Context: an optimization exercise on an open-source flow, tuned for small area, a short achievable clock period and few clock cycles per item. The choices shown serve that exercise and are no tape-out recipe. Where RTL was checked, it was by simulation tests only, not by an equivalence proof against the original. Power and IR drop assume default switching activity.

==> inputs of 02-18 <==
## ce_mac
module ce_mac (
    input  wire        clk,
    input  wire        rst,         
    input  wire        in_valid,
    output wire        in_ready,
    input  wire [1:0]  in_op,
    input  wire [31:0] in_mant,     
    input  wire [5:0]  in_shift,    
    input  wire [31:0] in_x,        
    input  wire [4:0]  in_osh,      
    output reg         out_valid,
    output reg  [31:0] out_y,
    output reg         out_sat
);
Settings: LEC_CHECK=0, ABC_AREA=1, CAP_MARGIN=20, CORE_MARGIN=2, CORE_UTILIZATION=50, SLEW_MARGIN=20, SYNTH_HIERARCHICAL=1; clock period 25.0 ns.
standard.sh (not shown) runs the stock make flow with config.mk's settings and CLKGATE_MAP_FILE= SYNTH_SCRIPT=/design/flow/synth_recipe.tcl, a recipe that flattens the netlist after the stock synthesis.
==> flow/flow/run.sh <==
#!/bin/bash
set -euo pipefail
MARGIN=$(cat flow/margin.txt)
bash standard.sh synth > log_synth.txt 2>&1
bash standard.sh SETUP_SLACK_MARGIN=$MARGIN finish > log_layout.txt 2>&1
==> flow/flow/margin.txt <==
19
==> inputs of 04-06, as changes to 02-18 <==
--- a/flow/design.v
+++ b/flow/design.v
@@ -12,26 +12,28 @@
     output reg  [31:0] out_y,
     output reg         out_sat
 );
     assign in_ready = 1'b1;
     reg        v0;
+    reg        mv0, ld0;     
     reg [1:0]  op0;
     reg [31:0] mant0, x0;
     reg [5:0]  sh0;
     reg [4:0]  osh0;
     always @(posedge clk) begin
         v0    <= in_valid & ~rst;
+        mv0   <= in_valid & ~rst & (in_op == 2'd2);
+        ld0   <= in_valid & ~rst & (in_op == 2'd1);
         op0   <= in_op;
         mant0 <= in_mant;
         x0    <= in_x;
         sh0   <= in_shift;
         osh0  <= in_osh;
     end
     wire mac0  = op0 == 2'd2;
-    wire load0 = op0 == 2'd1;
     wire wb0   = op0 == 2'd3;
-    wire [31:0] a = (v0 & mac0) ? mant0 : {1'b0, v0 & load0, 30'd0};
+    wire [31:0] a = mv0 ? mant0 : {1'b0, ld0, 30'd0};
     wire [32:0] ax = {a[31], a};
     wire [33:0] bx = {x0, 1'b0};
     wire [15:0] bone, btwo, bneg;
     wire [32:0] pp0, pp1, pp2, pp3, pp4, pp5, pp6, pp7,
                 pp8, pp9, pp10, pp11, pp12, pp13, pp14, pp15;
@@ -1046,27 +1048,28 @@
     wire [79:0] term = ovf_l ? {pn, {79{~pn}}} : vsh[80:1];
     reg        v2;
     reg [1:0]  op2;
     reg [79:0] t2;
     reg        inc2, tov2;
+    reg        kill2;     
     reg [4:0]  osh2;
     always @(posedge clk) begin
         v2   <= v1 & ~rst;
         op2  <= op1;
         t2   <= term;
         inc2 <= rinc;
         tov2 <= ovf_l;
         osh2 <= sh1[4:0];
+        kill2 <= rst | (zf & ~macv) | (v1 & ~op1[1]);
     end
     reg [79:0] acc;
     reg        sf;
     reg        zf;       
-    wire rowst = v2 & ~op2[1];           
     wire macv  = v2 & ~(op2 == 2'd3);    
     wire wbv   = v2 & (op2 == 2'd3);
-    wire [79:0] ab  = (zf | rowst) ? 80'd0 : acc;
-    wire        sfb = (zf | rowst) ? 1'b0 : sf;
+    wire [79:0] ab  = kill2 ? 80'd0 : acc;
+    wire        sfb = kill2 ? 1'b0 : sf;
     wire [79:0] sum;
     wire        sc80, sc79;
     ce_add80 u_acc (.a(ab), .b(t2), .ci(inc2), .s(sum), .co(sc80), .c1(sc79));
     wire        aov  = sc80 ^ sc79;
     wire [79:0] anew = aov ? {ab[79], {79{~ab[79]}}} : sum;
==> flow/flow/run.sh (replaced) <==
#!/bin/bash
set -euo pipefail
MARGIN=$(cat flow/margin.txt)
bash standard.sh synth > log_synth.txt 2>&1
bash standard.sh SETUP_SLACK_MARGIN=$MARGIN MATCH_CELL_FOOTPRINT=0 \
  "BUFFER_PORTS_ARGS=-buffer_cell sky130_fd_sc_hd__buf_4" finish > log_layout.txt 2>&1
==> flow/flow/margin.txt (replaced) <==
19.2
==> notes.md <==
	02-18	04-06
Core footprint	91,500 um2	91,400 um2
Final WS setup	18.94 ns	18.91 ns
Fraction of power consumed by the clock network	0.144	0.148
Post-DP HPWL	115,000 um	115,000 um
Reported leakage power	23.2 nW	23.2 nW
Initial core utilization	0.503	0.503
Clock-cell share	0.0365	0.0386
Register-to-Register Setup Slack	19.26 ns	19.27 ns
Outcome	finished clean	finished clean
Skew final	0.0350 ns	0.0235 ns
Die area	94,600 um2	94,400 um2
Placed instance count	6,849	6,812
Register area	8410 um2	8500 um2
Number of instances in the synthesized netlist	5,898	5,864
Clock sink total	418	421
Initial antenna violation count	2	1
DR vias/cell	6.07	6.01
Testbench counts of 02-18, summed over its fixed seeds: cycles 24,081, items 24,049.
Function not checked in 04-06: the RTL went through the layout flow alone.

[separate check: timing with driven ports]
Ports are ideal in the flow. The routed layouts listed here were re-timed in OpenROAD.
Step 1: set_driving_cell puts a clkbuf_16 on clk and a buf_2 on each other input, an assumption about the parent block.
Step 2 moves the port delays by t, midway between the first and last clock arrival at a register: inputs arrive t later, outputs are due t later. That takes back most of the time a late clock gives input paths.
Slacks: ideal / step 1 / step 2; pairs: ideal / step 1.
| run | t, ns | setup WS [ns] | hold WS [ns] | worst setup path at the end | clock arrival spread, ns |
|---|---|---|---|---|---|
| 02-18 | 0.714 | 18.940 / 18.868 / 19.008 | 0.327 / 0.327 / 0.327 | input to register | 0.035 / 0.035 |
| 04-06 | 0.714 | 18.909 / 18.840 / 19.266 | 0.327 / 0.327 / 0.327 | register to register | 0.023 / 0.023 |
After both steps setup and hold are still met in every run listed.
